Context: an optimization exercise on an open-source flow, tuned for small area, a short achievable clock period and few clock cycles per item. The choices shown serve that exercise and are no tape-out recipe. No run shown here included a check of the RTL's function; only the layout flow was run.

--- flow/constraint.sdc ---
create_clock -name core_clock -period 9.0 [get_ports {clk}]
set_input_delay 1.8000 -clock core_clock [delete_from_list [all_inputs] [get_ports {clk}]]
set_output_delay 1.8000 -clock core_clock [all_outputs]
set_load 0.01 [all_outputs]
--- flow/config.mk ---
export PLATFORM = sky130hd
export DESIGN_NAME = ledger_sha256
export DESIGN_NICKNAME = ledger_sha256
export VERILOG_FILES = /design/flow/design.v
export SDC_FILE = /design/flow/constraint.sdc
export NUM_CORES = 4
export LEC_CHECK = 0
export CAP_MARGIN = 20
export CORE_MARGIN = 2
export CORE_UTILIZATION = 40
export SLEW_MARGIN = 20
--- flow/design.v ---
module ledger_sha256 (
    input  wire         clk,
    input  wire         rst,
    input  wire         blk_valid,
    output wire         blk_ready,
    input  wire         blk_first,
    input  wire [511:0] blk_data,
    output reg          dig_valid,
    output wire [255:0] dig
);
    localparam [255:0] IV = {32'h6a09e667, 32'hbb67ae85, 32'h3c6ef372, 32'ha54ff53a,
                             32'h510e527f, 32'h9b05688c, 32'h1f83d9ab, 32'h5be0cd19};
    reg [5:0]  round;       
    reg        busy;        
    reg        nb;          
    reg        fr;          
    reg        cf;          
    reg [31:0] H0, H1, H2, H3, H4, H5, H6, H7;    
    reg [31:0] a, b, c, e, f, g, p, q;            
    reg [31:0] w [0:15];                          
    wire last   = (round == 6'd63);
    wire accept = blk_valid & blk_ready & ~rst;
    wire start  = last & nb;                      
    wire siv    = start & fr;                     
    wire kill   = rst | (last ? ~nb : ~busy);     
    assign blk_ready = (round == 6'd62);
    assign dig = {H0, H1, H2, H3, H4, H5, H6, H7};
    reg [31:0] kn;
    always @(*) begin
        case (round)
            6'd63: kn = 32'h428a2f98; 6'd0:  kn = 32'h71374491;
            6'd1:  kn = 32'hb5c0fbcf; 6'd2:  kn = 32'he9b5dba5;
            6'd3:  kn = 32'h3956c25b; 6'd4:  kn = 32'h59f111f1;
            6'd5:  kn = 32'h923f82a4; 6'd6:  kn = 32'hab1c5ed5;
            6'd7:  kn = 32'hd807aa98; 6'd8:  kn = 32'h12835b01;
            6'd9:  kn = 32'h243185be; 6'd10: kn = 32'h550c7dc3;
            6'd11: kn = 32'h72be5d74; 6'd12: kn = 32'h80deb1fe;
            6'd13: kn = 32'h9bdc06a7; 6'd14: kn = 32'hc19bf174;
            6'd15: kn = 32'he49b69c1; 6'd16: kn = 32'hefbe4786;
            6'd17: kn = 32'h0fc19dc6; 6'd18: kn = 32'h240ca1cc;
            6'd19: kn = 32'h2de92c6f; 6'd20: kn = 32'h4a7484aa;
            6'd21: kn = 32'h5cb0a9dc; 6'd22: kn = 32'h76f988da;
            6'd23: kn = 32'h983e5152; 6'd24: kn = 32'ha831c66d;
            6'd25: kn = 32'hb00327c8; 6'd26: kn = 32'hbf597fc7;
            6'd27: kn = 32'hc6e00bf3; 6'd28: kn = 32'hd5a79147;
            6'd29: kn = 32'h06ca6351; 6'd30: kn = 32'h14292967;
            6'd31: kn = 32'h27b70a85; 6'd32: kn = 32'h2e1b2138;
            6'd33: kn = 32'h4d2c6dfc; 6'd34: kn = 32'h53380d13;
            6'd35: kn = 32'h650a7354; 6'd36: kn = 32'h766a0abb;
            6'd37: kn = 32'h81c2c92e; 6'd38: kn = 32'h92722c85;
            6'd39: kn = 32'ha2bfe8a1; 6'd40: kn = 32'ha81a664b;
            6'd41: kn = 32'hc24b8b70; 6'd42: kn = 32'hc76c51a3;
            6'd43: kn = 32'hd192e819; 6'd44: kn = 32'hd6990624;
            6'd45: kn = 32'hf40e3585; 6'd46: kn = 32'h106aa070;
            6'd47: kn = 32'h19a4c116; 6'd48: kn = 32'h1e376c08;
            6'd49: kn = 32'h2748774c; 6'd50: kn = 32'h34b0bcb5;
            6'd51: kn = 32'h391c0cb3; 6'd52: kn = 32'h4ed8aa4a;
            6'd53: kn = 32'h5b9cca4f; 6'd54: kn = 32'h682e6ff3;
            6'd55: kn = 32'h748f82ee; 6'd56: kn = 32'h78a5636f;
            6'd57: kn = 32'h84c87814; 6'd58: kn = 32'h8cc70208;
            6'd59: kn = 32'h90befffa; 6'd60: kn = 32'ha4506ceb;
            6'd61: kn = 32'hbef9a3f7; default: kn = 32'hc67178f2;
        endcase
    end
    wire [31:0] C0 = cf ? IV[255:224] : H0;
    wire [31:0] C1 = cf ? IV[223:192] : H1;
    wire [31:0] C2 = cf ? IV[191:160] : H2;
    wire [31:0] C3 = cf ? IV[159:128] : H3;
    wire [31:0] C4 = cf ? IV[127:96]  : H4;
    wire [31:0] C5 = cf ? IV[95:64]   : H5;
    wire [31:0] C6 = cf ? IV[63:32]   : H6;
    wire [31:0] C7 = cf ? IV[31:0]    : H7;
    wire [31:0] x0 = last ? C0 : 32'd0;
    wire [31:0] x1 = last ? C1 : 32'd0;
    wire [31:0] x2 = last ? C2 : 32'd0;
    wire [31:0] x4 = last ? C4 : 32'd0;
    wire [31:0] x5 = last ? C5 : 32'd0;
    wire [31:0] x6 = last ? C6 : 32'd0;
    wire [31:0] x7 = last ? (fr ? IV[31:0]    : C7) : 32'd0;
    wire [31:0] x3 = last ? (fr ? IV[159:128] : C3) : 32'd0;
    wire [31:0] gy = siv ? 32'd0 : g;
    wire [31:0] cy = siv ? 32'd0 : c;
    wire [31:0] s1  = {e[5:0], e[31:6]} ^ {e[10:0], e[31:11]} ^ {e[24:0], e[31:25]};
    wire [31:0] ch  = (e & f) ^ (~e & g);
    wire [31:0] s0  = {a[1:0], a[31:2]} ^ {a[12:0], a[31:13]} ^ {a[21:0], a[31:22]};
    wire [31:0] maj = (a & b) ^ (a & c) ^ (b & c);
    function [63:0] csa(input [31:0] x, input [31:0] y, input [31:0] z);
        csa = {x ^ y ^ z, ((x & y) | (x & z) | (y & z)) << 1};
    endfunction
    wire [63:0] ca1 = csa(x0, p, ch);
    wire [63:0] ca2 = csa(s1, s0, maj);
    wire [63:0] ca3 = csa(ca1[63:32], ca1[31:0], ca2[63:32]);
    wire [63:0] ca4 = csa(ca3[63:32], ca3[31:0], ca2[31:0]);
    wire [31:0] asum = ca4[63:32] + ca4[31:0];
    wire [63:0] ce1 = csa(x4, q, ch);
    wire [63:0] ce2 = csa(ce1[63:32], ce1[31:0], s1);
    wire [31:0] esum = ce2[63:32] + ce2[31:0];
    wire [31:0] bsum = x1 + a;
    wire [31:0] csum = x2 + b;
    wire [31:0] fsum = x5 + e;
    wire [31:0] gsum = x6 + f;
    wire [63:0] cp1 = csa(x7, gy, kn);
    wire [63:0] cp2 = csa(cp1[63:32], cp1[31:0], w[0]);
    wire [31:0] psum = cp2[63:32] + cp2[31:0];
    wire [63:0] cq1 = csa(x3, cy, cp2[63:32]);
    wire [63:0] cq2 = csa(cq1[63:32], cq1[31:0], cp2[31:0]);
    wire [31:0] qsum = cq2[63:32] + cq2[31:0];
    wire [31:0] d3 = C3 + c;
    wire [31:0] d7 = C7 + g;
    wire [31:0] ms0  = {w[1][6:0], w[1][31:7]} ^ {w[1][17:0], w[1][31:18]} ^ (w[1] >> 3);
    wire [31:0] ms1  = {w[14][16:0], w[14][31:17]} ^ {w[14][18:0], w[14][31:19]} ^ (w[14] >> 10);
    wire [31:0] wnew = ms1 + w[9] + ms0 + w[0];
    function [31:0] nxt(input [31:0] v, input [31:0] iv, input k, input s);
        nxt = k ? 32'd0 : (s ? iv : v);
    endfunction
    integer i;
    always @(posedge clk) begin
        a <= nxt(asum, IV[255:224], kill, siv);
        b <= nxt(bsum, IV[223:192], kill, siv);
        c <= nxt(csum, IV[191:160], kill, siv);
        e <= nxt(esum, IV[127:96],  kill, siv);
        f <= nxt(fsum, IV[95:64],   kill, siv);
        g <= nxt(gsum, IV[63:32],   kill, siv);
        p <= kill ? 32'd0 : psum;
        q <= kill ? 32'd0 : qsum;
        if (last) begin
            H0 <= asum; H1 <= bsum; H2 <= csum; H3 <= d3;
            H4 <= esum; H5 <= fsum; H6 <= gsum; H7 <= d7;
        end
        for (i = 0; i < 15; i = i + 1)
            w[i] <= accept ? blk_data[511 - 32*i -: 32] : w[i+1];
        w[15] <= accept ? blk_data[31:0] : wnew;
        if (rst) begin
            round     <= 6'd62;
            busy      <= 1'b0;
            nb        <= 1'b0;
            fr        <= 1'b0;
            cf        <= 1'b0;
            dig_valid <= 1'b0;
        end else begin
            dig_valid <= busy & last;
            if (accept) begin
                nb <= 1'b1;
                fr <= blk_first;
            end
            if (last) begin
                nb    <= 1'b0;
                busy  <= nb;
                cf    <= nb & fr;
                round <= nb ? 6'd0 : 6'd62;
            end else if (busy | accept) begin
                round <= round + 6'd1;
            end
        end
    end
endmodule
--- flow/run.sh ---
#!/bin/bash
# synth_recipe.tcl (not shown) runs the flow's synth.tcl, then flattens the netlist and writes it again
# the make line also repeats each setting of config.mk as NAME=value (left out here)
make -C /OpenROAD-flow-scripts/flow DESIGN_CONFIG=/design/flow/config.mk WORK_HOME=/design/flow/orfs CLKGATE_MAP_FILE= SYNTH_SCRIPT=/design/flow/synth_recipe.tcl finish
==> results.cfg, run 1 <==
[run_status]
outcome = no timing/DRC/antenna violations

[route]
initialDrtViolationCount = 5463
routed_wire_length_mm = 291
avgViaCountPerCell = 5.43
routedWlPerCell_um = 27.7
antenna_left = 0
remaining_drc_errors = 0
drt-pass1-iter-count = 7
detailroute.via_count = 57100

[clock_network]
cts.hold.buffers_added = 0
cts_resized = 0
cts.root.buffer_cell = sky130_fd_sc_hd__clkbuf_16
clk_path_buf_depth = 3
clk_transition_reported_paths_ns = 0.06
cts_buffers = 121
clock_sinks = 1067
cts_htree_levels = 3
cts_post_setup_buffers_inserted = 0
tritoncts = yes
insertion_delay_ns = 0.79

[synth]
syn-num-nets = 8812
share_of_synthesized_area_occupied_by_flip_flops_and_latches_pct = 36.2
netlist_instances = 7558
yosysWarnings = 2
synth-seq-cells = 1067
post_syn_area_mm2 = 0.0661
netlist-cell-type-count = 99
synth_edf_count = 256
synthFlopType = sky130_fd_sc_hd__dfxtp_1
ys_async_sr_fraction_pct = 0
syn_avg_cell_area_um2 = 8.75

[global_routing]
grt_start_max_net_pins = 192
grt_pass1_vias = 56000
grt_first_pass_wirelength_mm = 406
groute.usage.overall_pct = 33.7
antenna_found_initial = 34
grt_overflow_total = 0

[die]
row_count = 149
die_y_um = 411
initial_cell_density_of_the_core_pct = 40.2
floorplan.die.width_um = 411
i_o_pins = 774
die-area_mm2 = 0.169
core_region_area_mm2 = 0.165

[sta]
final-max-slew-violation-count = 0
period_needed_ns = 7.94
finalSetupTns_ns = 0
slew_headroom_pct = 24.1
rsz_0062_raised_after_global_routing = no
worst-slew-pin-transition_ns = 1.14
final.period_utilization_pct = 88.2
whs_ns = 0.375
finalClockSkew_ns = 0.0653
hold_violation_count_in_the_final_report = 0
clock.fmax_mhz = 126
setup_violations = 0

[final_layout]
filler_cell_count_in_the_final_layout = 16000
layout.cells.most_common = sky130_fd_sc_hd__nand2_1
post_layout_nonfiller_instances = 10500
final_net_count = 9455
layout-area-overhead-vs-synth_pct = 21.2
multi_input_area_mm2 = 0.0392
sequential_cell_area_mm2 = 0.0239
share_of_cells_above_drive_strength_1_pct = 4.41
most-common-layout-cells = sky130_fd_sc_hd__nand2_1, sky130_fd_sc_hd__dfxtp_1, sky130_fd_sc_hd__clkdlybuf4s50_1
final_design_area_no_fill_mm2 = 0.0801

[hold_path]
hold_path_class = reg2reg

[worst_setup_path]
cp_data_required_time_ns = 9.71
timing.rr.end = q[30]
worst_path_max_delay_cell = sky130_fd_sc_hd__a311oi_1
endpoint = q[30]
crit_path_end_kind = register
worstSetupStartpointType = register
cp_slowest_stage_delay_ns = 0.69
timing.critical_path.fanout_max = 61
rrSetupSlack_ns = 1.06
worst-r2r-cell-count = 23
timing_worst_setup_path_type = reg2reg
worst_setup_path_startpoint = round[5]
worstPathArrival_ns = 8.65
critical_path.top_delay_family = adder cells
critical_path_buf_inv_count = 4
critical_path.reg2reg.startpoint = round[5]
crit_path_frequent_cell = sky130_fd_sc_hd__fa_1
path_cells = and3_1 -> nand3_4 -> inv_8 -> nand3_2 -> buf_4 -> nand2_1 -> fa_1 -> fa_1 -> inv_1 -> fa_1 -> fa_1 -> ha_1 -> inv_1 -> fa_1 -> nor2b_1 -> o21ai_0 -> a21oi_1 -> o21ai_0 -> a31oi_1 -> a311oi_1 -> o21ai_0 -> a31oi_1 -> mux2i_1
path_depth = 23

[place]
dp_hpwl_mm = 233
placement.cell_area_mm2 = 0.0759
port_buffers = 773
finalWeightedCongestion = 1.01
placedCellCount = 10300

[job]
max_cap_violations = 0
registers in the layout, summed over array words and instances (netlist names), 6 cells and up:
register and cells:
H1 32, e 32, b 32, q 32, H6 32, H0 32
round 6, H5 32, a 32, H3 32, c 32, H2 32
kn 32, w 512, H7 32, f 32, p 32, g 32
H4 32
how the worst min path moves through the flow:
stage	cells past startpoint	endpoint	slack, ns	start
floorplan	2	w[10][0]	0.40	w[11][0]
global placement	2	w[6][18]	0.40	w[7][18]
detailed placement	2	w[2][6]	0.40	w[3][6]
CTS	2	w[14][22]	0.38	w[15][22]
global route	2	w[14][22]	0.42	w[15][22]
finish	2	w[14][22]	0.38	w[15][22]
cells in the mapped netlist, types with 64 or more instances:
master / number / share of area [%]
sky130_fd_sc_hd__inv_1: 505 / 2.9
sky130_fd_sc_hd__nor3_1: 103 / 0.78
sky130_fd_sc_hd__xnor2_1: 372 / 4.9
sky130_fd_sc_hd__edfxtp_1: 256 / 12
sky130_fd_sc_hd__o21ai_0: 272 / 2.1
sky130_fd_sc_hd__xor2_1: 175 / 2.3
sky130_fd_sc_hd__a21o_1: 186 / 2.1
sky130_fd_sc_hd__and2_1: 208 / 2.0
sky130_fd_sc_hd__a21oi_1: 309 / 2.3
sky130_fd_sc_hd__nand2_1: 1746 / 9.9
sky130_fd_sc_hd__ha_1: 361 / 6.8
sky130_fd_sc_hd__o21a_1: 116 / 1.3
sky130_fd_sc_hd__nor2b_1: 64 / 0.61
sky130_fd_sc_hd__nor2_1: 551 / 3.1
sky130_fd_sc_hd__and3_1: 67 / 0.63
sky130_fd_sc_hd__nand3_1: 80 / 0.61
sky130_fd_sc_hd__fa_1: 377 / 11
sky130_fd_sc_hd__dfxtp_1: 811 / 25
sky130_fd_sc_hd__clkbuf_1: 254 / 1.4
layer usage:
layer	up-vias	track usage [%]	wire length, um
met5	-	0	183
met4	28	16.4	16600
met3	569	5.91	20300
met2	2349	57.1	139000
met1	27800	41.3	115000
li1	26400	-	-
final cells by class:
class	instances	share of cell area, %
Antenna cell	18	0.0562
Clock buffer	179	4.45
Clock inverter	48	0.743
Inverter	511	2.41
Multi-Input combinational cell	5683	48.9
Sequential cell	1067	29.9
Tap cell	2189	3.42
Timing Repair Buffer	817	10.2
worst reg2reg max path, delay by kind of cell (launching register included):
family	cells	cell delay (ns)
adder cells (fa/ha/maj)	6	2.43
AO/OA/AOI/OAI	7	2.33
AND/OR/NAND/NOR	5	1.35
buffers and inverters	4	1.06
flip-flops	1	0.48
multiplexers	1	0.21
logic make-up after synthesis:
family          Yosys count  synth area share, %
xor+xnor                547                 7.24
compound gates         1327                 13.1
simple gates           3019                 19.7
flops                  1067                 36.2
fa+ha+maj               739                 18.3
buf+inv                 808                 4.68
mux                      51                0.831
per-stage QoR:
stage | setup slack (ns) | utilization, %
floorplan | 0.0451 | -
global placement | 1.37 | 46.1
detailed placement | 1.21 | 46.1
CTS | 1.19 | 48.7
global route | 0.686 | 48.7
finish | 1.06 | 48.7
==> run 2, diff against run 1 <==
--- a/flow/config.mk
+++ b/flow/config.mk
@@ -6,6 +6,8 @@
 export NUM_CORES = 4
 export LEC_CHECK = 0
+export ABC_CLOCK_PERIOD_IN_PS = 4500
 export CAP_MARGIN = 20
 export CORE_MARGIN = 2
 export CORE_UTILIZATION = 40
+export SETUP_SLACK_MARGIN = 4.0
 export SLEW_MARGIN = 20
==> results.cfg, run 2 <==
[run_status]
outcome = no timing/DRC/antenna violations

[worst_setup_path]
worstPathArrival_ns = 6.13
crit_path_end_kind = register
cp_data_required_time_ns = 9.64
timing.rr.end = q[31]
worst-r2r-cell-count = 17
critical_path.reg2reg.startpoint = cf
crit_path_frequent_cell = sky130_fd_sc_hd__fa_1
worst_path_max_delay_cell = sky130_fd_sc_hd__nor2b_1
timing_worst_setup_path_type = reg2reg
path_cells = buf_16 -> nor2b_1 -> and2_1 -> fa_1 -> fa_1 -> fa_1 -> fa_1 -> ha_4 -> and3_4 -> nand4_1 -> nor3_4 -> o311ai_4 -> buf_4 -> a211o_1 -> nand3_2 -> xnor2_2 -> nor2_1
cp_slowest_stage_delay_ns = 0.56
worstSetupStartpointType = register
timing.critical_path.fanout_max = 30
rrSetupSlack_ns = 3.51

[synth]
synthFlopType = sky130_fd_sc_hd__dfxtp_1
yosysWarnings = 2
netlist-cell-type-count = 99
ys_top_cells_by_area = sky130_fd_sc_hd__dfxtp_1, sky130_fd_sc_hd__edfxtp_1, sky130_fd_sc_hd__fa_1, sky130_fd_sc_hd__nand2_1, sky130_fd_sc_hd__ha_1
ys_async_sr_fraction_pct = 0
yosysTopAreaCell = sky130_fd_sc_hd__dfxtp_1
share_of_synthesized_area_occupied_by_flip_flops_and_latches_pct = 36.2
synth-seq-cells = 1067
netlist_instances = 7558
synth_edf_count = 256
syn_avg_cell_area_um2 = 8.75
netlist_top_cells_count = sky130_fd_sc_hd__nand2_1, sky130_fd_sc_hd__dfxtp_1, sky130_fd_sc_hd__nor2_1
post_syn_area_mm2 = 0.0661
synth_top_cell_area_share_pct = 24.5
syn-num-nets = 8812
post-synth-top-count-cell = sky130_fd_sc_hd__nand2_1

[clock_network]
cts_buffers = 131
tritoncts = yes
cts_htree_levels = 4
clk_transition_reported_paths_ns = 0.06
insertion_delay_ns = 0.80
clock_sinks = 1067
cts.hold.buffers_added = 0
cts.root.buffer_cell = sky130_fd_sc_hd__clkbuf_16
clk_path_buf_depth = 3

[final_layout]
final_net_count = 9613
layout.cells.most_common = sky130_fd_sc_hd__nand2_1
final_design_area_no_fill_mm2 = 0.0843
most-common-layout-cells = sky130_fd_sc_hd__nand2_1, sky130_fd_sc_hd__dfxtp_1, sky130_fd_sc_hd__clkdlybuf4s50_1
registers.top_by_ff_count = w
share_of_cells_above_drive_strength_1_pct = 9.73
layout-area-overhead-vs-synth_pct = 27.5
largest_register_ffs = 512

[job]
max_cap_violations = 0

[route]
initialDrtViolationCount = 5236
antenna_left = 0
drt-pass1-iter-count = 8
routed_wire_length_mm = 297
remaining_drc_errors = 0
routedWlPerCell_um = 27.9
detailroute.via_count = 58600
avgViaCountPerCell = 5.49

[die]
core_region_area_mm2 = 0.165
floorplan.die.width_um = 411
i_o_pins = 774
initial_cell_density_of_the_core_pct = 40.2
die_y_um = 411
die-area_mm2 = 0.169
row_count = 149

[hold_path]
hold_path_class = reg2reg
min_path_cells = 2
whs_endpoint = w[4][24]
holdCritStartpoint = w[5][24]

[sta]
timing.final.ws_setup_ns = 3.51
finalClockSkew_ns = 0.0432
worst-slew-pin-transition_ns = 1.05
rsz_0062_raised_after_global_routing = yes
hold_violation_count_in_the_final_report = 0
period_needed_ns = 5.49
setup_violations = 0
finalSetupTns_ns = 0
final.period_utilization_pct = 61.0
slew_headroom_pct = 30.1
final-max-slew-violation-count = 0
clock.fmax_mhz = 182

[place]
port_buffers = 773
pre_cts_setup_slack_ns = 2.19
placement.cell_area_mm2 = 0.0761
dp_hpwl_mm = 230
finalWeightedCongestion = 1.04

[global_routing]
antenna_found_initial = 43
grt_overflow_total = 0
groute.usage.overall_pct = 34.3
grt_first_pass_wirelength_mm = 414
grt_start_max_net_pins = 190
grt_pass1_vias = 57800
run 2: per-stage QoR:
stage               hold slack [ns]  util [%]  std cells
finish                        0.405      51.2      10700
global route                  0.413      51.2      10700
CTS                           0.401      50.6      10600
detailed placement            0.406      46.2      10300
global placement              0.403      46.2      10300
floorplan                     0.399         -       7558
run 2: repair_timing:
item                                    CTS  global route
buffers inserted                         91            38
pin swaps                               117           126
endpoints found under the setup margin  295           142
gates cloned                             15             4
gates resized for setup                 249           157
run 2: final cells by class:
class,count,area (um^2)
antenna,17,42.5
clock inverter,68,1120
clock buffer,176,3700
timing repair buffer,958,9800
fill,15400,80300
timing repair inverter,2,17.5
inverter,511,1940
multi-input combinational,5688,41000
sequential,1067,24000
tap,2189,2740
run 2: worst max path at each step:
stage | startpoint | endpoint | slack [ns]
floorplan | round[5] | q[28] | 3.66
finish | cf | q[31] | 3.51
global placement | round[3] | q[29] | 2.30
global route | round[5] | q[31] | 3.40
CTS | round[3] | q[29] | 3.56
detailed placement | round[3] | q[29] | 2.19
run 2: cell families after synthesis:
logic type	synth area share, %
AO/OA/AOI/OAI	13.1
XOR/XNOR	7.24
adder cells (fa/ha/maj)	18.3
buffers and inverters	4.68
flip-flops	36.2
multiplexers	0.831
AND/OR/NAND/NOR	19.7
run 2: per-layer routing:
| layer | track usage (%) | wire length [um] |
|---|---|---|
| met5 | 0 | 254 |
| met4 | 21.7 | 22700 |
| met3 | 6.94 | 23200 |
| met2 | 57.3 | 140000 |
| met1 | 40.3 | 111000 |
run 2: worst max-delay path, delay by kind of cell, from the launching register on:
family                   cells  cell delay, ns
XOR/XNOR                     1            0.11
AND/OR/NAND/NOR              7            1.70
flip-flops                   1            0.49
AO/OA/AOI/OAI                2            0.39
buffers and inverters        2            0.41
adder cells (fa/ha/maj)      5            2.23

[port drivers added, routing unchanged]
Ports are ideal in the flow. The routed layouts listed here were re-timed in OpenROAD.
Step 1, drivers: a clkbuf_16 drives clk and a buf_2 each remaining input, both assumed.
Step 2 moves the port delays by t, midway between the first and last clock arrival at a register: inputs arrive t later, outputs are due t later. That takes back most of the time a late clock gives input paths.
Slacks: ideal / step 1 / step 2; pairs: ideal / step 1.
run	t (ns)	slack for setup (ns)	worst hold slack (ns)
run 1	0.849	1.061 / 1.061 / 1.061	0.375 / 0.375 / 0.375
run 2	0.869	3.510 / 3.510 / 3.196	0.405 / 0.405 / 0.405
After both steps every run listed still meets setup and hold. For run 2, which loses most, drivers alone change the setup slack by 0.000 ns; drivers and shift together by -0.314 ns.
